What follows belongs to an exercise in optimizing a design on an open flow for small area, a short achievable clock period and few clock cycles per item; a production flow would make more cautious choices.
Only simulation tests tie the RTL to the original design; equivalence was not proved.

**config.mk**
```make
export PLATFORM = sky130hd
export DESIGN_NAME = lim_node
export DESIGN_NICKNAME = lim_node
export VERILOG_FILES = /design/flow/design.v
export SDC_FILE = /design/flow/constraint.sdc
export NUM_CORES = 4
export LEC_CHECK = 0
export CAP_MARGIN = 0
export CORE_MARGIN = 2
export CORE_UTILIZATION = 60
export PLACE_DENSITY = 0.72
export SLEW_MARGIN = 0
export SYNTH_MEMORY_MAX_BITS = 8192
```
**constraint.sdc**
```tcl
create_clock -name core_clock -period 17.0 [get_ports {clk}]
set_input_delay 3.4000 -clock core_clock [delete_from_list [all_inputs] [get_ports {clk}]]
set_output_delay 3.4000 -clock core_clock [all_outputs]
set_load 0.01 [all_outputs]
```
**design.v**
```verilog
module lim_node (
    input  wire         clk,
    input  wire         rst,         
    input  wire         in_valid,
    output wire         in_ready,
    input  wire [255:0] in_x,        
    input  wire [31:0]  in_thr,      
    input  wire [31:0]  in_kq,       
    output wire         out_valid,
    input  wire         out_ready,
    output wire [255:0] out_y,       
    output wire [31:0]  out_gmin     
);
    localparam [31:0] ONE = 32'h8000_0000;
    localparam [2:0] S_IDLE = 3'd0,
                     S_D0   = 3'd1,
                     S_VIS  = 3'd2,
                     S_P1   = 3'd3,
                     S_CA   = 3'd4,
                     S_CB   = 3'd5;
    localparam [1:0] OP_NONE = 2'd0,
                     OP_CH   = 2'd1,
                     OP_OUT  = 2'd2,
                     OP_LA   = 2'd3;
    wire [30:0] thr_c = (in_thr[31] || in_thr[30:8] == 23'd0) ? 31'd256 : in_thr[30:0];
    reg  [7:0]  loud_c;
    integer k;
    always @* begin
        for (k = 0; k < 8; k = k + 1)
            loud_c[k] = {in_x[32*k +: 31] ^ {31{in_x[32*k+31]}}, in_x[32*k+31]} > {thr_c, 1'b0};
    end
    reg  [30:0] thr_r;
    reg  [31:0] kq_r;
    reg  [7:0]  loud_r;
    always @(posedge clk) begin
        thr_r  <= thr_c;
        kq_r   <= in_kq;
        loud_r <= loud_c;
    end
    reg  [2:0]   state;
    reg  [2:0]   i;                  
    reg  [7:0]   lv;                 
    reg  [31:0]  slot [0:7];         
    reg  [31:0]  xr;                 
    reg          xn;
    reg  [30:0]  u;                  
    reg  [31:0]  g;                  
    reg  [2:0]   gix;
    reg          gu;                 
    reg  [31:0]  gmin;
    reg          ovalid;
    reg          o7p;                
    reg          o7g;                
    reg  [7:0]   rm;                 
    reg          bz0, bz1;           
    reg          wb0, wb1;           
    reg  [2:0]   ix0, ix1;
    reg  [31:0]  rem0, rem1;
    reg  [31:0]  quo0, quo1;
    reg  [3:0]   cnt0, cnt1;
    reg  [31:0]  xr1;
    reg          xn1;
    reg          mv;
    reg  [30:0]  dm;
    reg  [3:0]   mn;
    reg          mp;                 
    reg  [30:0]  dn;
    reg  [3:0]   dv;
    reg          la_ok;              
    reg  [65:0]  ps, pc;
    reg  [1:0]   m2op;
    reg  [2:0]   m2i;
    wire go = ~(ovalid & ~out_ready);
    assign in_ready  = (state == S_CB) && (i == 3'd7);
    assign out_valid = ovalid;
    assign out_gmin  = gmin;
    genvar gi;
    generate for (gi = 0; gi < 8; gi = gi + 1) begin : g_out
        assign out_y[32*gi +: 32] = slot[gi];
    end endgenerate
    function [3:0] top_bit(input [7:0] m);    
        integer t;
        begin
            top_bit = 4'd0;
            for (t = 0; t < 8; t = t + 1)
                if (m[t]) top_bit = {1'b1, t[2:0]};
        end
    endfunction
    function [33:0] la_m(input [2:0] a, input [3:0] b);
        begin
            case ({a, b})
            {3'd1, 4'd2}: la_m = 34'h200000000;
            {3'd1, 4'd3}: la_m = 34'h155555556;
            {3'd1, 4'd4}: la_m = 34'h100000000;
            {3'd1, 4'd5}: la_m = 34'h0cccccccd;
            {3'd1, 4'd6}: la_m = 34'h0aaaaaaab;
            {3'd1, 4'd7}: la_m = 34'h092492493;
            {3'd1, 4'd8}: la_m = 34'h080000000;
            {3'd2, 4'd3}: la_m = 34'h2aaaaaaab;
            {3'd2, 4'd4}: la_m = 34'h200000000;
            {3'd2, 4'd5}: la_m = 34'h19999999a;
            {3'd2, 4'd6}: la_m = 34'h155555556;
            {3'd2, 4'd7}: la_m = 34'h124924925;
            {3'd2, 4'd8}: la_m = 34'h100000000;
            {3'd3, 4'd4}: la_m = 34'h300000000;
            {3'd3, 4'd5}: la_m = 34'h266666667;
            {3'd3, 4'd6}: la_m = 34'h200000000;
            {3'd3, 4'd7}: la_m = 34'h1b6db6db7;
            {3'd3, 4'd8}: la_m = 34'h180000000;
            {3'd4, 4'd5}: la_m = 34'h333333334;
            {3'd4, 4'd6}: la_m = 34'h2aaaaaaab;
            {3'd4, 4'd7}: la_m = 34'h24924924a;
            {3'd4, 4'd8}: la_m = 34'h200000000;
            {3'd5, 4'd6}: la_m = 34'h355555556;
            {3'd5, 4'd7}: la_m = 34'h2db6db6dc;
            {3'd5, 4'd8}: la_m = 34'h280000000;
            {3'd6, 4'd7}: la_m = 34'h36db6db6e;
            {3'd6, 4'd8}: la_m = 34'h300000000;
            {3'd7, 4'd8}: la_m = 34'h380000000;
            default: la_m = 34'd0;
            endcase
        end
    endfunction
    wire [65:0] m_p  = ps + pc;
    wire [34:0] m_r  = m_p[65:31];
    wire [30:0] m_la = m_p[64:34];
    wire [30:0] ulim  = lv[i] ? slot[i][30:0] : 31'd0;
    wire [65:0] t_lim = ps + pc + ~{4'd0, ulim, 31'd0};
    wire        take_lim = t_lim[65];
    wire [30:0] u_new = take_lim ? ulim : m_r[30:0];
    function [33:0] dstep2(input [31:0] r, input [31:0] d, input dn);    
        reg [32:0] t;
        reg [33:0] df;
        reg [1:0]  q;
        integer s;
        begin
            for (s = 1; s >= 0; s = s - 1) begin
                t  = {r, 1'b0};
                df = {1'b0, t} - {2'b00, d} - {33'd0, dn};
                q[s] = ~df[33];
                r  = q[s] ? df[31:0] : t[31:0];
            end
            dstep2 = {q, r};
        end
    endfunction
    wire [33:0] dv0 = dstep2(rem0, xr, xn);
    wire [33:0] dv1 = dstep2(rem1, xr1, xn1);
    wire        wbs0 = wb0;
    wire        wbs1 = wb1 & ~wb0;
    wire        fr0  = ~bz0 & (~wb0 | wbs0);
    wire        fr1  = ~bz1 & (~wb1 | wbs1);
    wire [3:0]  top_rm = top_bit(rm);
    wire        ld0  = (state == S_P1) && (rm != 8'd0) && fr0;
    wire        ld1  = (state == S_P1) && (rm != 8'd0) && !fr0 && fr1;
    wire [2:0]  wbi  = wbs0 ? ix0 : ix1;
    wire [31:0] wbq  = wbs0 ? quo0 : quo1;
    wire [30:0] wbu  = ~wbq[31:1] + 31'd1;               
    wire        p1_done = (rm == 8'd0) && !bz0 && !bz1 && !wb0 && !wb1;
    wire [30:0] ur_i  = ulim;                            
    wire        use_c = mv && (m_la > ur_i);
    wire [30:0] ul_v  = use_c ? m_la : ur_i;
    wire        newm  = (ur_i > u) && (i != 3'd0);       
    wire [30:0] d_i   = ur_i - u;                        
    wire        more  = mv || newm;
    wire [3:0]  nxt_loud = top_bit(loud_r & ((8'd1 << i) - 8'd1));
    wire [2:0]  ni    = more ? (i - 3'd1) : nxt_loud[2:0];
    wire        ndone = (i == 3'd0) || (!more && !nxt_loud[3]);
    wire        vis   = (state == S_VIS);
    wire        fin   = vis && (!mv || la_ok) && !mp;
    wire        la_now  = vis && !fin && mv && !la_ok && !mp;           
    wire        la_next = fin && !ndone && mv && !newm;                  
    wire [3:0]  top = top_bit(loud_r);
    wire        d0q = (state == S_D0) && !top[3];
    wire [2:0]  x_idx = (state == S_D0) ? top[2:0] : (state == S_P1) ? top_rm[2:0] : i;
    wire [31:0] x_s   = in_x[32*x_idx +: 32];
    wire [34:0] cmp_l = dn * mn;
    wire [34:0] cmp_r = dm * dv;
    wire better = ~mv || (cmp_l > cmp_r);
    wire        l7 = o7p && ((state == S_IDLE && o7g) || (state == S_D0 && top[3]) ||
                             (state == S_CB && i == 3'd0));
    reg  [1:0]  op1;
    always @* begin
        case (state)
        S_IDLE:  op1 = l7 ? OP_OUT : OP_NONE;
        S_D0:    op1 = d0q ? OP_CH : l7 ? OP_OUT : OP_NONE;
        S_CA:    op1 = OP_CH;
        S_CB:    op1 = (i != 3'd0 || l7) ? OP_OUT : OP_NONE;
        S_VIS:   op1 = (la_now || la_next) ? OP_LA : OP_NONE;
        default: op1 = OP_NONE;
        endcase
    end
    wire        sel_la  = (state == S_VIS);
    wire        sel_out = (state == S_IDLE) || (state == S_CB) || (state == S_D0 && top[3]);
    wire [2:0]  la_j = fin ? (i - 3'd1) : i;
    wire [34:0] m_a = sel_la  ? {1'b0, la_m(la_j + 3'd1, mn)}
                    : sel_out ? {3'b000, g} : {3'b000, kq_r};
    wire [31:0] m_b = sel_la  ? {1'b0, dm}
                    : sel_out ? xr : {1'b0, u};
    wire        m_n = ~sel_la & ~sel_out;
    wire [67:0] m_k = sel_la  ? {3'b000, u, 34'd0}
                    : sel_out ? {37'd0, {31{xr[31]}}} : {6'd0, u, {31{1'b1}}};
    wire [67:0] cs_s, cs_c;
    booth_cs u_mul (.a(m_a), .b(m_b), .negb(m_n), .k(m_k), .s(cs_s), .c(cs_c));
    always @(posedge clk) begin
        if (rst) begin
            state  <= S_IDLE;
            u      <= 31'd0;
            ovalid <= 1'b0;
            o7p    <= 1'b0;
            o7g    <= 1'b0;
            gu     <= 1'b0;
            mp     <= 1'b0;
            m2op   <= OP_NONE;
        end else begin
            if (ovalid && out_ready)
                ovalid <= 1'b0;
            if (go) begin
                ps   <= cs_s[65:0];
                pc   <= cs_c[65:0];
                m2op <= op1;
                m2i  <= l7 ? 3'd7 : i - 3'd1;
                gu   <= 1'b0;
                if (gu)
                    gmin <= (gix == 3'd0 || g < gmin) ? g : gmin;
                if (l7) begin
                    o7p <= 1'b0;
                    o7g <= 1'b0;
                end
                if (m2op == OP_OUT) begin
                    slot[m2i] <= m_r[31:0];
                    if (m2i == 3'd7)
                        ovalid <= 1'b1;
                end
                if (mp) begin
                    mp <= 1'b0;
                    if (better) begin
                        mv <= 1'b1;
                        dm <= dn;
                        mn <= dv;
                    end
                end
                if (op1 == OP_LA)
                    la_ok <= 1'b1;
                case (state)
                S_IDLE: begin
                    if (o7p && !o7g) begin
                        g   <= ONE - {1'b0, u};
                        gix <= 3'd7;
                        gu  <= 1'b1;
                        o7g <= 1'b1;
                    end
                    lv     <= 8'd0;
                    mv     <= 1'b0;
                    la_ok  <= 1'b0;
                    bz0    <= 1'b0;
                    bz1    <= 1'b0;
                    wb0    <= 1'b0;
                    wb1    <= 1'b0;
                    if (in_valid)
                        state <= S_D0;
                end
                S_D0: begin
                    if (top[3]) begin
                        i     <= top[2:0];
                        xr    <= x_s ^ {32{x_s[31]}};
                        xn    <= x_s[31];
                        rem0  <= {1'b0, thr_r};
                        cnt0  <= 4'd15;
                        ix0   <= top[2:0];
                        bz0   <= 1'b1;
                        rm    <= loud_r & ~(8'd1 << top[2:0]);
                        state <= S_P1;
                    end else begin
                        i     <= 3'd0;
                        state <= S_CB;
                    end
                end
                S_P1: begin
                    if (bz0) begin
                        rem0 <= dv0[31:0];
                        quo0 <= {quo0[29:0], dv0[33:32]};
                        cnt0 <= cnt0 - 4'd1;
                        if (cnt0 == 4'd0) begin
                            bz0 <= 1'b0;
                            wb0 <= 1'b1;
                        end
                    end
                    if (bz1) begin
                        rem1 <= dv1[31:0];
                        quo1 <= {quo1[29:0], dv1[33:32]};
                        cnt1 <= cnt1 - 4'd1;
                        if (cnt1 == 4'd0) begin
                            bz1 <= 1'b0;
                            wb1 <= 1'b1;
                        end
                    end
                    if (wbs0 || wbs1) begin
                        slot[wbi] <= {1'b0, wbu};
                        lv[wbi]   <= 1'b1;
                    end
                    if (wbs0) wb0 <= 1'b0;
                    if (wbs1) wb1 <= 1'b0;
                    if (ld0) begin
                        xr   <= x_s ^ {32{x_s[31]}};
                        xn   <= x_s[31];
                        rem0 <= {1'b0, thr_r};
                        cnt0 <= 4'd15;
                        ix0  <= top_rm[2:0];
                        bz0  <= 1'b1;
                        rm   <= rm & ~(8'd1 << top_rm[2:0]);
                    end
                    if (ld1) begin
                        xr1  <= x_s ^ {32{x_s[31]}};
                        xn1  <= x_s[31];
                        rem1 <= {1'b0, thr_r};
                        cnt1 <= 4'd15;
                        ix1  <= top_rm[2:0];
                        bz1  <= 1'b1;
                        rm   <= rm & ~(8'd1 << top_rm[2:0]);
                    end
                    if (p1_done)
                        state <= S_VIS;
                end
                S_VIS: begin
                    if (fin) begin
                        if (ul_v != 31'd0) begin
                            slot[i] <= {1'b0, ul_v};
                            lv[i]   <= 1'b1;
                        end
                        if (newm) begin
                            mp <= 1'b1;
                            dn <= d_i;
                            dv <= {1'b0, i} + 4'd1;
                        end
                        la_ok  <= la_next;
                        if (ndone) begin
                            i     <= 3'd0;
                            state <= S_CA;
                        end else begin
                            i <= ni;
                        end
                    end
                end
                S_CA: begin
                    if (i != 3'd0) begin
                        g   <= ONE - {1'b0, u};
                        gix <= i - 3'd1;
                        gu  <= 1'b1;
                    end
                    state <= S_CB;
                end
                S_CB: begin
                    u  <= u_new;
                    xr <= x_s;
                    if (i == 3'd7) begin
                        o7p   <= 1'b1;
                        state <= S_IDLE;
                    end else begin
                        i     <= i + 3'd1;
                        state <= S_CA;
                    end
                end
                default: state <= S_IDLE;
                endcase
            end
        end
    end
endmodule
module booth_cs (
    input  wire [34:0] a,
    input  wire [31:0] b,
    input  wire        negb,
    input  wire [67:0] k,
    output wire [67:0] s,
    output wire [67:0] c
);
    wire [32:0] bx = {b, 1'b0};
    wire [35:0] a1 = {a[34], a};
    wire [35:0] a2 = {a, 1'b0};
    wire [2:0]  t0 = bx[2:0];
    wire        o0 = t0[0] ^ t0[1];
    wire        w0 = (t0 == 3'b011) | (t0 == 3'b100);
    wire        n0 = (t0[2] & ~(t0[1] & t0[0])) ^ negb;
    wire [35:0] m0 = ((o0 ? a1 : 36'd0) | (w0 ? a2 : 36'd0)) ^ {36{n0}};
    wire [2:0]  t1 = bx[4:2];
    wire        o1 = t1[0] ^ t1[1];
    wire        w1 = (t1 == 3'b011) | (t1 == 3'b100);
    wire        n1 = (t1[2] & ~(t1[1] & t1[0])) ^ negb;
    wire [35:0] m1 = ((o1 ? a1 : 36'd0) | (w1 ? a2 : 36'd0)) ^ {36{n1}};
    wire [2:0]  t2 = bx[6:4];
    wire        o2 = t2[0] ^ t2[1];
    wire        w2 = (t2 == 3'b011) | (t2 == 3'b100);
    wire        n2 = (t2[2] & ~(t2[1] & t2[0])) ^ negb;
    wire [35:0] m2 = ((o2 ? a1 : 36'd0) | (w2 ? a2 : 36'd0)) ^ {36{n2}};
    wire [2:0]  t3 = bx[8:6];
    wire        o3 = t3[0] ^ t3[1];
    wire        w3 = (t3 == 3'b011) | (t3 == 3'b100);
    wire        n3 = (t3[2] & ~(t3[1] & t3[0])) ^ negb;
    wire [35:0] m3 = ((o3 ? a1 : 36'd0) | (w3 ? a2 : 36'd0)) ^ {36{n3}};
    wire [2:0]  t4 = bx[10:8];
    wire        o4 = t4[0] ^ t4[1];
    wire        w4 = (t4 == 3'b011) | (t4 == 3'b100);
    wire        n4 = (t4[2] & ~(t4[1] & t4[0])) ^ negb;
    wire [35:0] m4 = ((o4 ? a1 : 36'd0) | (w4 ? a2 : 36'd0)) ^ {36{n4}};
    wire [2:0]  t5 = bx[12:10];
    wire        o5 = t5[0] ^ t5[1];
    wire        w5 = (t5 == 3'b011) | (t5 == 3'b100);
    wire        n5 = (t5[2] & ~(t5[1] & t5[0])) ^ negb;
    wire [35:0] m5 = ((o5 ? a1 : 36'd0) | (w5 ? a2 : 36'd0)) ^ {36{n5}};
    wire [2:0]  t6 = bx[14:12];
    wire        o6 = t6[0] ^ t6[1];
    wire        w6 = (t6 == 3'b011) | (t6 == 3'b100);
    wire        n6 = (t6[2] & ~(t6[1] & t6[0])) ^ negb;
    wire [35:0] m6 = ((o6 ? a1 : 36'd0) | (w6 ? a2 : 36'd0)) ^ {36{n6}};
    wire [2:0]  t7 = bx[16:14];
    wire        o7 = t7[0] ^ t7[1];
    wire        w7 = (t7 == 3'b011) | (t7 == 3'b100);
    wire        n7 = (t7[2] & ~(t7[1] & t7[0])) ^ negb;
    wire [35:0] m7 = ((o7 ? a1 : 36'd0) | (w7 ? a2 : 36'd0)) ^ {36{n7}};
    wire [2:0]  t8 = bx[18:16];
    wire        o8 = t8[0] ^ t8[1];
    wire        w8 = (t8 == 3'b011) | (t8 == 3'b100);
    wire        n8 = (t8[2] & ~(t8[1] & t8[0])) ^ negb;
    wire [35:0] m8 = ((o8 ? a1 : 36'd0) | (w8 ? a2 : 36'd0)) ^ {36{n8}};
    wire [2:0]  t9 = bx[20:18];
    wire        o9 = t9[0] ^ t9[1];
    wire        w9 = (t9 == 3'b011) | (t9 == 3'b100);
    wire        n9 = (t9[2] & ~(t9[1] & t9[0])) ^ negb;
    wire [35:0] m9 = ((o9 ? a1 : 36'd0) | (w9 ? a2 : 36'd0)) ^ {36{n9}};
    wire [2:0]  t10 = bx[22:20];
    wire        o10 = t10[0] ^ t10[1];
    wire        w10 = (t10 == 3'b011) | (t10 == 3'b100);
    wire        n10 = (t10[2] & ~(t10[1] & t10[0])) ^ negb;
    wire [35:0] m10 = ((o10 ? a1 : 36'd0) | (w10 ? a2 : 36'd0)) ^ {36{n10}};
    wire [2:0]  t11 = bx[24:22];
    wire        o11 = t11[0] ^ t11[1];
    wire        w11 = (t11 == 3'b011) | (t11 == 3'b100);
    wire        n11 = (t11[2] & ~(t11[1] & t11[0])) ^ negb;
    wire [35:0] m11 = ((o11 ? a1 : 36'd0) | (w11 ? a2 : 36'd0)) ^ {36{n11}};
    wire [2:0]  t12 = bx[26:24];
    wire        o12 = t12[0] ^ t12[1];
    wire        w12 = (t12 == 3'b011) | (t12 == 3'b100);
    wire        n12 = (t12[2] & ~(t12[1] & t12[0])) ^ negb;
    wire [35:0] m12 = ((o12 ? a1 : 36'd0) | (w12 ? a2 : 36'd0)) ^ {36{n12}};
    wire [2:0]  t13 = bx[28:26];
    wire        o13 = t13[0] ^ t13[1];
    wire        w13 = (t13 == 3'b011) | (t13 == 3'b100);
    wire        n13 = (t13[2] & ~(t13[1] & t13[0])) ^ negb;
    wire [35:0] m13 = ((o13 ? a1 : 36'd0) | (w13 ? a2 : 36'd0)) ^ {36{n13}};
    wire [2:0]  t14 = bx[30:28];
    wire        o14 = t14[0] ^ t14[1];
    wire        w14 = (t14 == 3'b011) | (t14 == 3'b100);
    wire        n14 = (t14[2] & ~(t14[1] & t14[0])) ^ negb;
    wire [35:0] m14 = ((o14 ? a1 : 36'd0) | (w14 ? a2 : 36'd0)) ^ {36{n14}};
    wire [2:0]  t15 = bx[32:30];
    wire        o15 = t15[0] ^ t15[1];
    wire        w15 = (t15 == 3'b011) | (t15 == 3'b100);
    wire        n15 = (t15[2] & ~(t15[1] & t15[0])) ^ negb;
    wire [35:0] m15 = ((o15 ? a1 : 36'd0) | (w15 ? a2 : 36'd0)) ^ {36{n15}};
    wire [67:0] r0 = {1'b0, 1'b0, 1'b0, 1'b0, 1'b0, 1'b0, 1'b0, 1'b0, 1'b0, 1'b0, 1'b0, 1'b0, 1'b0, 1'b0, 1'b0, 1'b0, 1'b0, 1'b0, 1'b0, 1'b0, 1'b0, 1'b0, 1'b0, 1'b0, 1'b0, 1'b0, 1'b0, 1'b0, 1'b0, 1'b0, 1'b0, 1'b0, ~m0[35], m0[34], m0[33], m0[32], m0[31], m0[30], m0[29], m0[28], m0[27], m0[26], m0[25], m0[24], m0[23], m0[22], m0[21], m0[20], m0[19], m0[18], m0[17], m0[16], m0[15], m0[14], m0[13], m0[12], m0[11], m0[10], m0[9], m0[8], m0[7], m0[6], m0[5], m0[4], m0[3], m0[2], m0[1], m0[0]};
    wire [67:0] r1 = {1'b0, 1'b0, 1'b0, 1'b0, 1'b0, 1'b0, 1'b0, 1'b0, 1'b0, 1'b0, 1'b0, 1'b0, 1'b0, 1'b0, 1'b0, 1'b0, 1'b0, 1'b0, 1'b0, 1'b0, 1'b0, 1'b0, 1'b0, 1'b0, 1'b0, 1'b0, 1'b0, 1'b0, 1'b0, 1'b0, ~m1[35], m1[34], m1[33], m1[32], m1[31], m1[30], m1[29], m1[28], m1[27], m1[26], m1[25], m1[24], m1[23], m1[22], m1[21], m1[20], m1[19], m1[18], m1[17], m1[16], m1[15], m1[14], m1[13], m1[12], m1[11], m1[10], m1[9], m1[8], m1[7], m1[6], m1[5], m1[4], m1[3], m1[2], m1[1], m1[0], 1'b0, n0};
    wire [67:0] r2 = {1'b0, 1'b0, 1'b0, 1'b0, 1'b0, 1'b0, 1'b0, 1'b0, 1'b0, 1'b0, 1'b0, 1'b0, 1'b0, 1'b0, 1'b0, 1'b0, 1'b0, 1'b0, 1'b0, 1'b0, 1'b0, 1'b0, 1'b0, 1'b0, 1'b0, 1'b0, 1'b0, 1'b0, ~m2[35], m2[34], m2[33], m2[32], m2[31], m2[30], m2[29], m2[28], m2[27], m2[26], m2[25], m2[24], m2[23], m2[22], m2[21], m2[20], m2[19], m2[18], m2[17], m2[16], m2[15], m2[14], m2[13], m2[12], m2[11], m2[10], m2[9], m2[8], m2[7], m2[6], m2[5], m2[4], m2[3], m2[2], m2[1], m2[0], 1'b0, n1, 1'b0, 1'b0};
    wire [67:0] r3 = {1'b0, 1'b0, 1'b0, 1'b0, 1'b0, 1'b0, 1'b0, 1'b0, 1'b0, 1'b0, 1'b0, 1'b0, 1'b0, 1'b0, 1'b0, 1'b0, 1'b0, 1'b0, 1'b0, 1'b0, 1'b0, 1'b0, 1'b0, 1'b0, 1'b0, 1'b0, ~m3[35], m3[34], m3[33], m3[32], m3[31], m3[30], m3[29], m3[28], m3[27], m3[26], m3[25], m3[24], m3[23], m3[22], m3[21], m3[20], m3[19], m3[18], m3[17], m3[16], m3[15], m3[14], m3[13], m3[12], m3[11], m3[10], m3[9], m3[8], m3[7], m3[6], m3[5], m3[4], m3[3], m3[2], m3[1], m3[0], 1'b0, n2, 1'b0, 1'b0, 1'b0, 1'b0};
    wire [67:0] r4 = {1'b0, 1'b0, 1'b0, 1'b0, 1'b0, 1'b0, 1'b0, 1'b0, 1'b0, 1'b0, 1'b0, 1'b0, 1'b0, 1'b0, 1'b0, 1'b0, 1'b0, 1'b0, 1'b0, 1'b0, 1'b0, 1'b0, 1'b0, 1'b0, ~m4[35], m4[34], m4[33], m4[32], m4[31], m4[30], m4[29], m4[28], m4[27], m4[26], m4[25], m4[24], m4[23], m4[22], m4[21], m4[20], m4[19], m4[18], m4[17], m4[16], m4[15], m4[14], m4[13], m4[12], m4[11], m4[10], m4[9], m4[8], m4[7], m4[6], m4[5], m4[4], m4[3], m4[2], m4[1], m4[0], 1'b0, n3, 1'b0, 1'b0, 1'b0, 1'b0, 1'b0, 1'b0};
    wire [67:0] r5 = {1'b0, 1'b0, 1'b0, 1'b0, 1'b0, 1'b0, 1'b0, 1'b0, 1'b0, 1'b0, 1'b0, 1'b0, 1'b0, 1'b0, 1'b0, 1'b0, 1'b0, 1'b0, 1'b0, 1'b0, 1'b0, 1'b0, ~m5[35], m5[34], m5[33], m5[32], m5[31], m5[30], m5[29], m5[28], m5[27], m5[26], m5[25], m5[24], m5[23], m5[22], m5[21], m5[20], m5[19], m5[18], m5[17], m5[16], m5[15], m5[14], m5[13], m5[12], m5[11], m5[10], m5[9], m5[8], m5[7], m5[6], m5[5], m5[4], m5[3], m5[2], m5[1], m5[0], 1'b0, n4, 1'b0, 1'b0, 1'b0, 1'b0, 1'b0, 1'b0, 1'b0, 1'b0};
    wire [67:0] r6 = {1'b0, 1'b0, 1'b0, 1'b0, 1'b0, 1'b0, 1'b0, 1'b0, 1'b0, 1'b0, 1'b0, 1'b0, 1'b0, 1'b0, 1'b0, 1'b0, 1'b0, 1'b0, 1'b0, 1'b0, ~m6[35], m6[34], m6[33], m6[32], m6[31], m6[30], m6[29], m6[28], m6[27], m6[26], m6[25], m6[24], m6[23], m6[22], m6[21], m6[20], m6[19], m6[18], m6[17], m6[16], m6[15], m6[14], m6[13], m6[12], m6[11], m6[10], m6[9], m6[8], m6[7], m6[6], m6[5], m6[4], m6[3], m6[2], m6[1], m6[0], 1'b0, n5, 1'b0, 1'b0, 1'b0, 1'b0, 1'b0, 1'b0, 1'b0, 1'b0, 1'b0, 1'b0};
    wire [67:0] r7 = {1'b0, 1'b0, 1'b0, 1'b0, 1'b0, 1'b0, 1'b0, 1'b0, 1'b0, 1'b0, 1'b0, 1'b0, 1'b0, 1'b0, 1'b0, 1'b0, 1'b0, 1'b0, ~m7[35], m7[34], m7[33], m7[32], m7[31], m7[30], m7[29], m7[28], m7[27], m7[26], m7[25], m7[24], m7[23], m7[22], m7[21], m7[20], m7[19], m7[18], m7[17], m7[16], m7[15], m7[14], m7[13], m7[12], m7[11], m7[10], m7[9], m7[8], m7[7], m7[6], m7[5], m7[4], m7[3], m7[2], m7[1], m7[0], 1'b0, n6, 1'b0, 1'b0, 1'b0, 1'b0, 1'b0, 1'b0, 1'b0, 1'b0, 1'b0, 1'b0, 1'b0, 1'b0};
    wire [67:0] r8 = {1'b0, 1'b0, 1'b0, 1'b0, 1'b0, 1'b0, 1'b0, 1'b0, 1'b0, 1'b0, 1'b0, 1'b0, 1'b0, 1'b0, 1'b0, 1'b0, ~m8[35], m8[34], m8[33], m8[32], m8[31], m8[30], m8[29], m8[28], m8[27], m8[26], m8[25], m8[24], m8[23], m8[22], m8[21], m8[20], m8[19], m8[18], m8[17], m8[16], m8[15], m8[14], m8[13], m8[12], m8[11], m8[10], m8[9], m8[8], m8[7], m8[6], m8[5], m8[4], m8[3], m8[2], m8[1], m8[0], 1'b0, n7, 1'b0, 1'b0, 1'b0, 1'b0, 1'b0, 1'b0, 1'b0, 1'b0, 1'b0, 1'b0, 1'b0, 1'b0, 1'b0, 1'b0};
    wire [67:0] r9 = {1'b0, 1'b0, 1'b0, 1'b0, 1'b0, 1'b0, 1'b0, 1'b0, 1'b0, 1'b0, 1'b0, 1'b0, 1'b0, 1'b0, ~m9[35], m9[34], m9[33], m9[32], m9[31], m9[30], m9[29], m9[28], m9[27], m9[26], m9[25], m9[24], m9[23], m9[22], m9[21], m9[20], m9[19], m9[18], m9[17], m9[16], m9[15], m9[14], m9[13], m9[12], m9[11], m9[10], m9[9], m9[8], m9[7], m9[6], m9[5], m9[4], m9[3], m9[2], m9[1], m9[0], 1'b0, n8, 1'b0, 1'b0, 1'b0, 1'b0, 1'b0, 1'b0, 1'b0, 1'b0, 1'b0, 1'b0, 1'b0, 1'b0, 1'b0, 1'b0, 1'b0, 1'b0};
    wire [67:0] r10 = {1'b0, 1'b0, 1'b0, 1'b0, 1'b0, 1'b0, 1'b0, 1'b0, 1'b0, 1'b0, 1'b0, 1'b0, ~m10[35], m10[34], m10[33], m10[32], m10[31], m10[30], m10[29], m10[28], m10[27], m10[26], m10[25], m10[24], m10[23], m10[22], m10[21], m10[20], m10[19], m10[18], m10[17], m10[16], m10[15], m10[14], m10[13], m10[12], m10[11], m10[10], m10[9], m10[8], m10[7], m10[6], m10[5], m10[4], m10[3], m10[2], m10[1], m10[0], 1'b0, n9, 1'b0, 1'b0, 1'b0, 1'b0, 1'b0, 1'b0, 1'b0, 1'b0, 1'b0, 1'b0, 1'b0, 1'b0, 1'b0, 1'b0, 1'b0, 1'b0, 1'b0, 1'b0};
    wire [67:0] r11 = {1'b0, 1'b0, 1'b0, 1'b0, 1'b0, 1'b0, 1'b0, 1'b0, 1'b0, 1'b0, ~m11[35], m11[34], m11[33], m11[32], m11[31], m11[30], m11[29], m11[28], m11[27], m11[26], m11[25], m11[24], m11[23], m11[22], m11[21], m11[20], m11[19], m11[18], m11[17], m11[16], m11[15], m11[14], m11[13], m11[12], m11[11], m11[10], m11[9], m11[8], m11[7], m11[6], m11[5], m11[4], m11[3], m11[2], m11[1], m11[0], 1'b0, n10, 1'b0, 1'b0, 1'b0, 1'b0, 1'b0, 1'b0, 1'b0, 1'b0, 1'b0, 1'b0, 1'b0, 1'b0, 1'b0, 1'b0, 1'b0, 1'b0, 1'b0, 1'b0, 1'b0, 1'b0};
    wire [67:0] r12 = {1'b0, 1'b0, 1'b0, 1'b0, 1'b0, 1'b0, 1'b0, 1'b0, ~m12[35], m12[34], m12[33], m12[32], m12[31], m12[30], m12[29], m12[28], m12[27], m12[26], m12[25], m12[24], m12[23], m12[22], m12[21], m12[20], m12[19], m12[18], m12[17], m12[16], m12[15], m12[14], m12[13], m12[12], m12[11], m12[10], m12[9], m12[8], m12[7], m12[6], m12[5], m12[4], m12[3], m12[2], m12[1], m12[0], 1'b0, n11, 1'b0, 1'b0, 1'b0, 1'b0, 1'b0, 1'b0, 1'b0, 1'b0, 1'b0, 1'b0, 1'b0, 1'b0, 1'b0, 1'b0, 1'b0, 1'b0, 1'b0, 1'b0, 1'b0, 1'b0, 1'b0, 1'b0};
    wire [67:0] r13 = {1'b0, 1'b0, 1'b0, 1'b0, 1'b0, 1'b0, ~m13[35], m13[34], m13[33], m13[32], m13[31], m13[30], m13[29], m13[28], m13[27], m13[26], m13[25], m13[24], m13[23], m13[22], m13[21], m13[20], m13[19], m13[18], m13[17], m13[16], m13[15], m13[14], m13[13], m13[12], m13[11], m13[10], m13[9], m13[8], m13[7], m13[6], m13[5], m13[4], m13[3], m13[2], m13[1], m13[0], 1'b0, n12, 1'b0, 1'b0, 1'b0, 1'b0, 1'b0, 1'b0, 1'b0, 1'b0, 1'b0, 1'b0, 1'b0, 1'b0, 1'b0, 1'b0, 1'b0, 1'b0, 1'b0, 1'b0, 1'b0, 1'b0, 1'b0, 1'b0, 1'b0, 1'b0};
    wire [67:0] r14 = {1'b0, 1'b0, 1'b0, 1'b0, ~m14[35], m14[34], m14[33], m14[32], m14[31], m14[30], m14[29], m14[28], m14[27], m14[26], m14[25], m14[24], m14[23], m14[22], m14[21], m14[20], m14[19], m14[18], m14[17], m14[16], m14[15], m14[14], m14[13], m14[12], m14[11], m14[10], m14[9], m14[8], m14[7], m14[6], m14[5], m14[4], m14[3], m14[2], m14[1], m14[0], 1'b0, n13, 1'b0, 1'b0, 1'b0, 1'b0, 1'b0, 1'b0, 1'b0, 1'b0, 1'b0, 1'b0, 1'b0, 1'b0, 1'b0, 1'b0, 1'b0, 1'b0, 1'b0, 1'b0, 1'b0, 1'b0, 1'b0, 1'b0, 1'b0, 1'b0, 1'b0, 1'b0};
    wire [67:0] r15 = {1'b0, 1'b0, ~m15[35], m15[34], m15[33], m15[32], m15[31], m15[30], m15[29], m15[28], m15[27], m15[26], m15[25], m15[24], m15[23], m15[22], m15[21], m15[20], m15[19], m15[18], m15[17], m15[16], m15[15], m15[14], m15[13], m15[12], m15[11], m15[10], m15[9], m15[8], m15[7], m15[6], m15[5], m15[4], m15[3], m15[2], m15[1], m15[0], 1'b0, n14, 1'b0, 1'b0, 1'b0, 1'b0, 1'b0, 1'b0, 1'b0, 1'b0, 1'b0, 1'b0, 1'b0, 1'b0, 1'b0, 1'b0, 1'b0, 1'b0, 1'b0, 1'b0, 1'b0, 1'b0, 1'b0, 1'b0, 1'b0, 1'b0, 1'b0, 1'b0, 1'b0, 1'b0};
    wire [67:0] rk = {1'b1, 1'b1, 1'b0, 1'b1, 1'b0, 1'b1, 1'b0, 1'b1, 1'b0, 1'b1, 1'b0, 1'b1, 1'b0, 1'b1, 1'b0, 1'b1, 1'b0, 1'b1, 1'b0, 1'b1, 1'b0, 1'b1, 1'b0, 1'b1, 1'b0, 1'b1, 1'b0, 1'b1, 1'b0, 1'b1, 1'b0, 1'b1, 1'b1, 1'b0, 1'b0, 1'b0, 1'b0, n15, 1'b0, 1'b0, 1'b0, 1'b0, 1'b0, 1'b0, 1'b0, 1'b0, 1'b0, 1'b0, 1'b0, 1'b0, 1'b0, 1'b0, 1'b0, 1'b0, 1'b0, 1'b0, 1'b0, 1'b0, 1'b0, 1'b0, 1'b0, 1'b0, 1'b0, 1'b0, 1'b0, 1'b0, 1'b0, 1'b0};
    wire [67:0] l0s0 = r0 ^ r1 ^ r2;
    wire [67:0] l0c0 = {((r0 & r1) | (r0 & r2) | (r1 & r2))} << 1;
    wire [67:0] l0s1 = r3 ^ r4 ^ r5;
    wire [67:0] l0c1 = {((r3 & r4) | (r3 & r5) | (r4 & r5))} << 1;
    wire [67:0] l0s2 = r6 ^ r7 ^ r8;
    wire [67:0] l0c2 = {((r6 & r7) | (r6 & r8) | (r7 & r8))} << 1;
    wire [67:0] l0s3 = r9 ^ r10 ^ r11;
    wire [67:0] l0c3 = {((r9 & r10) | (r9 & r11) | (r10 & r11))} << 1;
    wire [67:0] l0s4 = r12 ^ r13 ^ r14;
    wire [67:0] l0c4 = {((r12 & r13) | (r12 & r14) | (r13 & r14))} << 1;
    wire [67:0] l0s5 = r15 ^ rk ^ k;
    wire [67:0] l0c5 = {((r15 & rk) | (r15 & k) | (rk & k))} << 1;
    wire [67:0] l1s0 = l0s0 ^ l0c0 ^ l0s1;
    wire [67:0] l1c0 = {((l0s0 & l0c0) | (l0s0 & l0s1) | (l0c0 & l0s1))} << 1;
    wire [67:0] l1s1 = l0c1 ^ l0s2 ^ l0c2;
    wire [67:0] l1c1 = {((l0c1 & l0s2) | (l0c1 & l0c2) | (l0s2 & l0c2))} << 1;
    wire [67:0] l1s2 = l0s3 ^ l0c3 ^ l0s4;
    wire [67:0] l1c2 = {((l0s3 & l0c3) | (l0s3 & l0s4) | (l0c3 & l0s4))} << 1;
    wire [67:0] l1s3 = l0c4 ^ l0s5 ^ l0c5;
    wire [67:0] l1c3 = {((l0c4 & l0s5) | (l0c4 & l0c5) | (l0s5 & l0c5))} << 1;
    wire [67:0] l2s0 = l1s0 ^ l1c0 ^ l1s1;
    wire [67:0] l2c0 = {((l1s0 & l1c0) | (l1s0 & l1s1) | (l1c0 & l1s1))} << 1;
    wire [67:0] l2s1 = l1c1 ^ l1s2 ^ l1c2;
    wire [67:0] l2c1 = {((l1c1 & l1s2) | (l1c1 & l1c2) | (l1s2 & l1c2))} << 1;
    wire [67:0] l3s0 = l2s0 ^ l2c0 ^ l2s1;
    wire [67:0] l3c0 = {((l2s0 & l2c0) | (l2s0 & l2s1) | (l2c0 & l2s1))} << 1;
    wire [67:0] l3s1 = l2c1 ^ l1s3 ^ l1c3;
    wire [67:0] l3c1 = {((l2c1 & l1s3) | (l2c1 & l1c3) | (l1s3 & l1c3))} << 1;
    wire [67:0] l4s0 = l3s0 ^ l3c0 ^ l3s1;
    wire [67:0] l4c0 = {((l3s0 & l3c0) | (l3s0 & l3s1) | (l3c0 & l3s1))} << 1;
    wire [67:0] l5s0 = l4s0 ^ l4c0 ^ l3c1;
    wire [67:0] l5c0 = {((l4s0 & l4c0) | (l4s0 & l3c1) | (l4c0 & l3c1))} << 1;
    assign s = l5s0;
    assign c = l5c0;
endmodule
```
**run.sh**
```bash
#!/bin/bash
# synth_recipe.tcl (not shown) runs the flow's synth.tcl, then flattens the netlist and writes it again
# the make line also repeats each setting of config.mk as NAME=value (left out here)
make -C /OpenROAD-flow-scripts/flow DESIGN_CONFIG=/design/flow/config.mk WORK_HOME=/design/flow/orfs CLKGATE_MAP_FILE= SYNTH_SCRIPT=/design/flow/synth_recipe.tcl finish
```
==> flow_summary.yaml, run 1 <==
timing:
  hold_slack_ps: 422
  rsz0062_at_grt: "no"
  fin_crit_sh: 0.621
  clock.fmax_mhz: 94.7
  setup_viol: 0
  finClkSkew_ps: 81.9
  finalHoldViolations: 0
  tightestPinTransition_ps: 1450
  fin_tns_setup_ps: 0
  slew_headroom: 0.0274
  maxSlewViolCount: 0
  finalCriticalPeriod_ps: 10560
synthesis:
  ys.flop_type: "edfxtp_1"
  synthDistinctLibCells: 101
  syn_area_sq_um: 101000
  synth.largest_area_cell: "edfxtp_1"
  ys_warn_count: 1
  synth_edf_count: 750
  syn-num-nets: 13000
  synth_common_cells: "inv_1, nand2_1, ha_1"
  synth-seq-cells: 873
  ys_seq_area_frac: 0.248
  syn-instance-count: 11000
  avgSynthCellArea_sq_um: 9.12
  synth_area_leaders: "edfxtp_1, fa_1, ha_1, xnor2_1, inv_1"
  async_flop_share: 0
  synth.most_common_cell: "inv_1"
  yosysTopAreaCellShare: 0.224
floorplan:
  dieArea_sq_um: 171000
  dieHeight_um: 414
  initial_core_util: 0.603
  die_width_um: 414
  ios: 614
  fp-row-count: 150
  core_area_sq_um: 167000
worst_setup_path:
  worstSetupStartpoint: "state[1]"
  reg2reg_from: "state[1]"
  critPathRequiredTime_ps: 17490
  critPathLaunchType: "register"
  worstSetupPathType: "register to register"
  cp-end-kind: "register"
  cp.arrival_ps: 11050
  path_max_fanout: 32
clocking:
  htree_levels: 3
  cts_tree: "yes"
  path_clk_slew_ps: 60
  cts_sinks: 873
  cts-root-buf: "clkbuf_16"
  clkLatencyLatePin_ps: 830
  numCtsBuffers: 100
  postCtsResizedCells: 0
  post_cts_buffers: 0
  clock_path_buffers: 3
  cts-hold-fix-buffers: 0
place:
  dp_hpwl_um: 298000
  portBuffers: 613
  gp_congestion: 1.09
  dpl_cell_area_sq_um: 109000
grt:
  use_met2: 0.708
  grt_util_all_layers: 0.462
  globalRouteMet1Util: 0.541
  met3_usage: 0.134
  antenna_found_initial: 36
  grt-busiest-layer: "met2"
  grt_max_degree: 132
  grt_pass1_vias: 89800
  grt_pass1_wl_um: 584000
  overflow: 0
finish:
  finish.utilization: 0.677
  syn_to_final_growth_pct: 12.2
  fin_area_sq_um: 113000
  register_area_sq_um: 25000
  fill_cells: 13200
  multi_input_area_sq_um: 69400
  nets: 13200
  drive_gt1_frac: 0.0627
flow_run:
  drv_cap: 0
min_path:
  hold_class: "register to register"
  hold_start: "quo1[0]"
routing:
  drtPass1Iterations: 12
  first_iter_violations: 13200
  antenna_left: 0
  wl_per_cell_um: 29.6
  finalWirelength_um: 402000
  vias: 91300
  viasPerCell: 6.72
  drc: 0
run_status:
  status: "complete, no violations"
-- placed cells by master (no fill, tap or decap), types with 108 or more instances in the layout --
master / netlist / routed
edfxtp_1: 750 / 750
nand3_1: 258 / 257
nor2_1: 522 / 508
nand4_1: 135 / 135
dfxtp_1: 123 / 120
a21oi_1: 520 / 513
a22oi_1: 531 / 531
a21o_1: 203 / 203
xor2_1: 407 / 406
nand2b_1: 108 / 108
nand2_1: 1182 / 1179
mux2i_1: 239 / 238
ha_1: 1003 / 995
clkdlybuf4s50_1: 0 / 604
nor3_1: 148 / 142
buf_4: 8 / 189
o21ai_0: 364 / 358
xnor2_1: 774 / 761
inv_1: 1225 / 1225
fa_1: 638 / 638
-- stage by stage --
step           instances  worst slack, ps
2_1_floorplan      11000             7290
3_3_place_gp       13400             7000
3_5_place_dp       13400             7070
4_1_cts            13600             7020
5_1_grt            13600             6080
6_report           13600             6440
-- final timing paths --
| path | end | slack, ps | cells past startpoint |
|---|---|---|---|
| setup / recovery | ps[27] | 6440 | 27 |
| hold / removal | quo1[2] | 420 | 0 |
| setup reg to reg | ps[27] | 6440 | 27 |
| hold reg to reg | quo1[2] | 420 | 0 |
-- state kept, by name, summed over array words and instances, names as in the netlist, 4 cells and up, named ones only --
| signal | count |
|---|---|
| rem0 | 32 |
| rm | 8 |
| gmin | 32 |
| rem1 | 32 |
| loud_r | 8 |
| kq_r | 32 |
| g | 32 |
| slot | 256 |
| quo0 | 32 |
| dm | 31 |
| u | 31 |
| cnt0 | 4 |
| cnt1 | 4 |
| thr_r | 31 |
| ps | 66 |
| lv | 8 |
| quo1 | 32 |
| xr | 32 |
| dv | 4 |
| pc | 64 |
| mn | 4 |
| xr1 | 31 |
| dn | 31 |
-- cell families (layout without fill, tap and decap cells) --
family / count (synthesis) / after routing / synth area share
xor gates and xnor gates: 1185 / 1185 / 0.103
DFF: 873 / 873 / 0.248
buffers and inverters: 1910 / 2235 / 0.0728
AOI/OAI and AO/OA: 2284 / 2284 / 0.153
adders and majority gates: 1641 / 1641 / 0.252
and+or+nand+nor: 2785 / 2785 / 0.127
muxes: 360 / 360 / 0.0446
other: 1 / 20 / 0.0000372
-- worst max-delay path, cell delays in order, from the launching register on --
cell	delay (ps)
dfxtp_1	960
nand2_4	350
nor3b_2	800
xnor2_2	180
buf_4	350
clkinv_1	330
buf_4	300
ha_1	200
xor2_1	290
xnor2_2	150
buf_4	310
nand3_1	130
o21ai_0	110
a211oi_1	90
o21ai_0	940
a21boi_2	350
buf_4	550
a22oi_1	210
xnor2_1	230
fa_1	590
inv_1	60
fa_1	510
fa_1	520
inv_1	50
fa_1	480
fa_1	570
inv_1	80
fa_1	480
-- area by class of cell --
| type | instances | share of cell area |
|---|---|---|
| clock inverter | 73 | 0.00894 |
| tap | 2204 | 0.0244 |
| antenna | 19 | 0.000421 |
| clock buffer | 117 | 0.0228 |
| timing repair buffer | 803 | 0.0667 |
| inverter | 1242 | 0.0413 |
| multi-input combinational | 8256 | 0.614 |
| sequential | 873 | 0.221 |
-- routing by layer --
layer | up-vias | wire (um)
met5 | - | 254
met4 | 28 | 40100
met3 | 1912 | 49800
met2 | 6928 | 175000
met1 | 43700 | 136000
li1 | 38700 | -
Testbench counts, summed over its fixed seeds: cycles 46,932, blocks 1,600.
==> inputs of run 2 (changes only) <==
--- a/config.mk
+++ b/config.mk
@@ -5,9 +5,9 @@
 export SDC_FILE = /design/flow/constraint.sdc
 export NUM_CORES = 4
 export LEC_CHECK = 0
-export CAP_MARGIN = 0
+export CAP_MARGIN = 20
 export CORE_MARGIN = 2
 export CORE_UTILIZATION = 60
 export PLACE_DENSITY = 0.72
-export SLEW_MARGIN = 0
+export SLEW_MARGIN = 20
 export SYNTH_MEMORY_MAX_BITS = 8192
==> run 2 against run 1 <==
- largest cell class unchanged
- critical endpoint is now ps[46]
- sequential share of layout area about the same
- die area unchanged
- still clean
- global-route usage barely moved
- highest routed layer unchanged
==> flow_summary.yaml, run 2 <==
floorplan:
  initial_core_util: 0.603
  die_width_um: 414
  fp-row-count: 150
  dieHeight_um: 414
  dieArea_sq_um: 171000
  core_area_sq_um: 167000
  ios: 614
routing:
  wl_per_cell_um: 29.6
  viasPerCell: 6.70
  vias: 91100
  drc: 0
  first_iter_violations: 13100
  drtPass1Iterations: 10
  antenna_left: 0
  finalWirelength_um: 402000
finish:
  nets: 13200
  top_regs: "slot x256, ps x66, pc x64"
  drive_gt1_frac: 0.0631
  syn_to_final_growth_pct: 12.1
  stdcell_count: 13600
  top_register: "slot"
  layout_common_cells: "inv_1, nand2_1, ha_1, xnor2_1, edfxtp_1"
  largest_register_ffs: 256
  fin_area_sq_um: 113000
  final_common_cell: "inv_1"
worst_setup_path:
  rr_worst_depth: 25
  reg2reg_from: "state[1]"
  critPathRequiredTime_ps: 17470
  path_max_fanout: 32
  critPathLaunchType: "register"
  cp.arrival_ps: 10790
  worstSetupPathType: "register to register"
  rrSetupSlack_ps: 6680
  reg2reg_to: "ps[46]"
  cp-end-kind: "register"
min_path:
  holdPathEnd: "quo1[2]"
  hold_class: "register to register"
  hold_depth: 0
  hold_start: "quo1[0]"
grt:
  use_met2: 0.705
  grt_max_degree: 132
  overflow: 0
  grt_pass1_vias: 89700
  met3_usage: 0.139
  grt_pass1_wl_um: 584000
  grt-busiest-layer: "met2"
  grt_util_all_layers: 0.462
  globalRouteMet1Util: 0.540
  antenna_found_initial: 38
timing:
  slew_headroom: 0.137
  fin_ws_ps: 6680
  finalHoldViolations: 0
  finalCriticalPeriod_ps: 10320
  setup_viol: 0
  clock.fmax_mhz: 96.9
  fin_crit_sh: 0.607
  rsz0062_at_grt: "no"
  finClkSkew_ps: 47.1
  maxSlewViolCount: 0
  tightestPinTransition_ps: 1290
  fin_tns_setup_ps: 0
synthesis:
  synth.most_common_cell: "inv_1"
  syn-num-nets: 13000
  synth.largest_area_cell: "edfxtp_1"
  ys_warn_count: 1
  syn_area_sq_um: 101000
  synth_edf_count: 750
  synth-seq-cells: 873
  ys.flop_type: "edfxtp_1"
  synthDistinctLibCells: 101
  yosysTopAreaCellShare: 0.224
  async_flop_share: 0
  synth_area_leaders: "edfxtp_1, fa_1, ha_1, xnor2_1, inv_1"
  ys_seq_area_frac: 0.248
  synth_common_cells: "inv_1, nand2_1, ha_1"
  syn-instance-count: 11000
  avgSynthCellArea_sq_um: 9.12
clocking:
  postCtsResizedCells: 0
  cts_tree: "yes"
  path_clk_slew_ps: 60
  cts-root-buf: "clkbuf_16"
  cts_sinks: 873
  htree_levels: 3
  clkLatencyLatePin_ps: 780
  post_cts_buffers: 0
  clock_path_buffers: 3
  cts-hold-fix-buffers: 0
  numCtsBuffers: 100
place:
  dpl_cell_area_sq_um: 109000
  dp.cells: 13400
  dp_hpwl_um: 298000
  gp_congestion: 1.09
  place_ws_ps: 7030
  portBuffers: 613
run_status:
  status: "complete, no violations"
flow_run:
  drv_cap: 0
## run 2: cell counts after synthesis
Identical to the previous run, type by type.
## run 2: worst max-delay path by stage
stage                    from     end
finish               state[1]  ps[46]
global route         state[1]  ps[29]
CTS                  state[1]  ps[46]
detailed placement   state[1]  ps[20]
global placement     state[1]  ps[46]
floorplan           out_ready   xr[0]
## run 2: area by class of cell
| class | instances | area, sq um |
|---|---|---|
| Antenna cell | 16 | 40.0 |
| Clock buffer | 132 | 2740 |
| Clock inverter | 55 | 663 |
| Fill cell | 13200 | 54000 |
| Inverter | 1242 | 4670 |
| Multi-Input combinational cell | 8256 | 69400 |
| Sequential cell | 873 | 25000 |
| Tap cell | 2204 | 2760 |
| Timing Repair Buffer | 806 | 7590 |
## run 2: per-stage QoR
step | hold WS, ps | util
CTS | 421 | 0.676
finish | 428 | 0.677
global placement | 407 | 0.655
detailed placement | 406 | 0.655
floorplan | 400 | -
global route | 430 | 0.676
## run 2: cell families after synthesis
family          after synthesis  synth area share
buf+inv                    1910            0.0728
compound gates             2284             0.153
fa+ha+maj                  1641             0.252
flops                       873             0.248
mux                         360            0.0446
other cells                   1         0.0000372
simple gates               2785             0.127
xor+xnor                   1185             0.103
## run 2: critical path, cell delays in order (launching register included)
cell and delay (ps):
dfxtp_1 950, nand2_4 360, nor3b_2 800, xnor2_2 180
buf_4 340, clkinv_1 340, buf_4 300, ha_1 210
xor2_1 290, xor2_1 770, nor2_1 190, nor3_1 700
o21bai_2 260, buf_4 520, a22oi_1 200, xor2_1 200
fa_1 540, inv_1 60, fa_1 520, inv_1 50
fa_1 510, inv_1 60, fa_1 440, fa_1 510
inv_1 60, fa_1 560
## run 2: metal layers
metal  vias to the layer above  share of wire  wire length (um)
li1                      38800              -                 -
met1                     43600           0.34            137000
met2                      6718           0.44            175000
met3                      1971           0.12             48800
met4                        36           0.10             40800
met5                         -        0.00063               252
==> inputs of run 3 (changes only) <==
--- a/design.v
+++ b/design.v
@@ -56,7 +56,7 @@
     reg          wb0, wb1;           
     reg  [2:0]   ix0, ix1;
     reg  [31:0]  rem0, rem1;
-    reg  [31:0]  quo0, quo1;
+    reg  [32:0]  quo0, quo1;
     reg  [3:0]   cnt0, cnt1;
     reg  [31:0]  xr1;
     reg          xn1;
@@ -128,13 +128,13 @@
     wire [65:0] t_lim = ps + pc + ~{4'd0, ulim, 31'd0};
     wire        take_lim = t_lim[65];
     wire [30:0] u_new = take_lim ? ulim : m_r[30:0];
-    function [33:0] dstep2(input [31:0] r, input [31:0] d, input dn);    
+    function [34:0] dstep2(input [31:0] r, input [31:0] d, input dn);    
         reg [32:0] t;
         reg [33:0] df;
-        reg [1:0]  q;
+        reg [2:0]  q;
         integer s;
         begin
-            for (s = 1; s >= 0; s = s - 1) begin
+            for (s = 2; s >= 0; s = s - 1) begin
                 t  = {r, 1'b0};
                 df = {1'b0, t} - {2'b00, d} - {33'd0, dn};
                 q[s] = ~df[33];
@@ -143,8 +143,8 @@
             dstep2 = {q, r};
         end
     endfunction
-    wire [33:0] dv0 = dstep2(rem0, xr, xn);
-    wire [33:0] dv1 = dstep2(rem1, xr1, xn1);
+    wire [34:0] dv0 = dstep2(rem0, xr, xn);
+    wire [34:0] dv1 = dstep2(rem1, xr1, xn1);
     wire        wbs0 = wb0;
     wire        wbs1 = wb1 & ~wb0;
     wire        fr0  = ~bz0 & (~wb0 | wbs0);
@@ -153,8 +153,8 @@
     wire        ld0  = (state == S_P1) && (rm != 8'd0) && fr0;
     wire        ld1  = (state == S_P1) && (rm != 8'd0) && !fr0 && fr1;
     wire [2:0]  wbi  = wbs0 ? ix0 : ix1;
-    wire [31:0] wbq  = wbs0 ? quo0 : quo1;
-    wire [30:0] wbu  = ~wbq[31:1] + 31'd1;               
+    wire [32:0] wbq  = wbs0 ? quo0 : quo1;
+    wire [30:0] wbu  = ~wbq[32:2] + 31'd1;               
     wire        p1_done = (rm == 8'd0) && !bz0 && !bz1 && !wb0 && !wb1;
     wire [30:0] ur_i  = ulim;                            
     wire        use_c = mv && (m_la > ur_i);
@@ -265,7 +265,7 @@
                         xr    <= x_s ^ {32{x_s[31]}};
                         xn    <= x_s[31];
                         rem0  <= {1'b0, thr_r};
-                        cnt0  <= 4'd15;
+                        cnt0  <= 4'd10;
                         ix0   <= top[2:0];
                         bz0   <= 1'b1;
                         rm    <= loud_r & ~(8'd1 << top[2:0]);
@@ -278,7 +278,7 @@
                 S_P1: begin
                     if (bz0) begin
                         rem0 <= dv0[31:0];
-                        quo0 <= {quo0[29:0], dv0[33:32]};
+                        quo0 <= {quo0[29:0], dv0[34:32]};
                         cnt0 <= cnt0 - 4'd1;
                         if (cnt0 == 4'd0) begin
                             bz0 <= 1'b0;
@@ -287,7 +287,7 @@
                     end
                     if (bz1) begin
                         rem1 <= dv1[31:0];
-                        quo1 <= {quo1[29:0], dv1[33:32]};
+                        quo1 <= {quo1[29:0], dv1[34:32]};
                         cnt1 <= cnt1 - 4'd1;
                         if (cnt1 == 4'd0) begin
                             bz1 <= 1'b0;
@@ -304,7 +304,7 @@
                         xr   <= x_s ^ {32{x_s[31]}};
                         xn   <= x_s[31];
                         rem0 <= {1'b0, thr_r};
-                        cnt0 <= 4'd15;
+                        cnt0 <= 4'd10;
                         ix0  <= top_rm[2:0];
                         bz0  <= 1'b1;
                         rm   <= rm & ~(8'd1 << top_rm[2:0]);
@@ -313,7 +313,7 @@
                         xr1  <= x_s ^ {32{x_s[31]}};
                         xn1  <= x_s[31];
                         rem1 <= {1'b0, thr_r};
-                        cnt1 <= 4'd15;
+                        cnt1 <= 4'd10;
                         ix1  <= top_rm[2:0];
                         bz1  <= 1'b1;
                         rm   <= rm & ~(8'd1 << top_rm[2:0]);
==> run 3 against run 2 <==
- highest routed layer unchanged
- via count up 7.5%
- count of clock-buffer cells in the layout rose by 23
- sequential share of layout area decreased by 1.0 points
- setup slack got worse by 1300 ps
- maximum frequency is 11% lower
- still clean
==> flow_summary.yaml, run 3 <==
worst_setup_path:
  worstSetupPathType: "register to register"
  reg2reg_to: "rem1[14]"
  path_max_fanout: 42
  cp_common_cell: "ha_1"
  path_delay_family: "compound AO/OA/AOI/OAI gates"
  crit_cells: 40
  critPathLaunchType: "register"
  reg2reg_from: "xr1[3]"
  worstSetupStartpoint: "xr1[3]"
  crit_end: "rem1[14]"
  cp-end-kind: "register"
  rrSetupSlack_ps: 5350
  slowest_delay_ps: 710
  slowest_stage: "inv_1"
  cp.arrival_ps: 12110
  worst-path-buf-inv: 7
  rr_worst_depth: 40
  critPathRequiredTime_ps: 17470
finish:
  layout_common_cells: "inv_1, nand2_1, ha_1, xnor2_1, edfxtp_1"
  nets: 14100
  stdcell_count: 14500
  top_regs: "slot x256, ps x66, pc x64"
  final_common_cell: "inv_1"
  largest_register_ffs: 256
  drive_gt1_frac: 0.0645
  syn_to_final_growth_pct: 11.5
  top_register: "slot"
  fill_cells: 14100
place:
  portBuffers: 613
  gp_congestion: 1.13
  dp_hpwl_um: 320000
  place_ws_ps: 5600
  dp.cells: 14300
grt:
  grt_util_all_layers: 0.461
  grt_pass1_vias: 97100
  grt_pass1_wl_um: 622000
  grt_max_degree: 78
  antenna_found_initial: 37
  overflow: 0
clocking:
  cts-hold-fix-buffers: 0
  cts_sinks: 875
  htree_levels: 3
  clock_path_buffers: 3
  clkLatencyLatePin_ps: 810
  postCtsResizedCells: 0
  numCtsBuffers: 107
  path_clk_slew_ps: 60
  cts_tree: "yes"
  cts-root-buf: "clkbuf_16"
  post_cts_buffers: 0
synthesis:
  synth.most_common_cell: "inv_1"
  synth_common_cells: "inv_1, nand2_1, ha_1"
  syn_area_sq_um: 106000
  avgSynthCellArea_sq_um: 9.04
  syn-instance-count: 11800
  synth-seq-cells: 875
  synthDistinctLibCells: 110
  async_flop_share: 0
  ys_warn_count: 1
  ys.flop_type: "edfxtp_1"
  yosysTopAreaCellShare: 0.212
  ys_seq_area_frac: 0.235
  synth_area_leaders: "edfxtp_1, ha_1, fa_1, xnor2_1, inv_1"
  synth.largest_area_cell: "edfxtp_1"
  synth_edf_count: 752
  syn-num-nets: 13900
min_path:
  hold_class: "register to register"
  hold_start: "quo0[27]"
floorplan:
  dieHeight_um: 425
  fp-row-count: 154
  ios: 614
  dieArea_sq_um: 181000
  die_width_um: 425
  initial_core_util: 0.604
  core_area_sq_um: 176000
timing:
  setup_viol: 0
  maxSlewViolCount: 0
  fin_ws_ps: 5350
  slew_headroom: 0.124
  finalCriticalPeriod_ps: 11650
  fin_tns_setup_ps: 0
  rsz0062_at_grt: "no"
  tightestPinTransition_ps: 1310
  finalHoldViolations: 0
  finClkSkew_ps: 51.7
  fin_crit_sh: 0.685
  clock.fmax_mhz: 85.9
routing:
  antenna_left: 0
  drtPass1Iterations: 9
  wl_per_cell_um: 29.5
  drc: 0
  vias: 97900
  finalWirelength_um: 427000
  viasPerCell: 6.76
  first_iter_violations: 14200
flow_run:
  drv_cap: 0
run_status:
  status: "complete, no violations"
[run 3: changes by cell type after synthesis, sizes merged, moves of 31 or more]
cell and change:
mux2 +61, ha +104, a21o +37, xor2 +66, nand2 -51, o221a -31
mux2i +51, a211oi +44, inv +113, nor2 +96, a21oi +98, nand3 -74
[run 3: worst min path at each step]
stage	endpoint	slack, ps	depth (start not counted)
after detailed placement	quo0[30]	450	0
after floorplan	quo0[3]	400	0
after CTS	quo0[30]	470	0
after global routing	gmin[4]	490	0
final	quo0[30]	470	0
after global placement	quo0[30]	450	0
[run 3: per-layer routing]
| metal | GRT usage | share of wire | up-vias |
|---|---|---|---|
| met2 | 0.705 | 0.43 | 7594 |
| met4 | 0.339 | 0.092 | 36 |
| met1 | 0.550 | 0.34 | 46800 |
| met5 | 0.00661 | 0.00079 | - |
| li1 | - | - | 41400 |
| met3 | 0.137 | 0.13 | 2054 |
[run 3: worst reg2reg max path: cells and delay by family (launching register included)]
family                   cells  cell delay, ps
adder cells (fa/ha/maj)      6            1790
buffers and inverters        7            2260
flip-flops                   1             440
AO/OA/AOI/OAI               17            4350
AND/OR/NAND/NOR             10            2510
[run 3: cells by family after synthesis]
| family | after synthesis | synth area share |
|---|---|---|
| fa+ha+maj | 1747 | 0.250 |
| compound gates | 2543 | 0.159 |
| mux | 472 | 0.0541 |
| buf+inv | 2046 | 0.0739 |
| flops | 875 | 0.235 |
| xor+xnor | 1247 | 0.103 |
| other cells | 1 | 0.0000352 |
| simple gates | 2851 | 0.124 |
[run 3: through the flow]
| step | cell area, sq um | utilization | hold slack [ps] |
|---|---|---|---|
| 2_1_floorplan | 106000 | - | 400 |
| 3_3_place_gp | 115000 | 0.652 | 450 |
| 3_5_place_dp | 115000 | 0.652 | 454 |
| 4_1_cts | 119000 | 0.673 | 469 |
| 5_1_grt | 119000 | 0.673 | 494 |
| 6_report | 119000 | 0.673 | 474 |
[run 3: final cells by class]
| class | count | area, sq um | share of cell area |
|---|---|---|---|
| inverters | 1353 | 5080 | 0.0428 |
| clock buffers | 155 | 3080 | 0.0260 |
| well taps | 2340 | 2930 | 0.0247 |
| multi-input cells | 8861 | 74200 | 0.625 |
| diodes | 12 | 30.0 | 0.000253 |
| flip-flops and latches | 875 | 25100 | 0.211 |
| clock inverters | 49 | 558 | 0.00470 |
| repair buffers | 843 | 7820 | 0.0658 |
Testbench counts of run 3, summed over its fixed seeds: cycles 42,267, blocks 1,600.

-- what the ideal ports hide --
The results above use ideal ports. As a check the final layouts listed here were re-extracted and re-timed, cells and wires unchanged. Step 1 assumes that a clkbuf_16 drives the clock port and a buf_2 every other input. Step 2 times the ports against the registers' clock, not the clock port: input delays grow and output delays shrink by t, the midpoint of the rising clock arrivals with the driver on. a / b / c = ideal ports / drivers / drivers and shift; a / b = the first two.
run	t, ns	slack for setup (ns)	latest minus earliest clock arrival (ns)
run 1	0.879	6.435 / 6.435 / 6.435	0.082 / 0.082
run 2	0.855	6.681 / 6.681 / 6.681	0.048 / 0.047
run 3	0.878	5.354 / 5.354 / 5.354	0.052 / 0.052
After both steps every run listed still meets setup and hold.
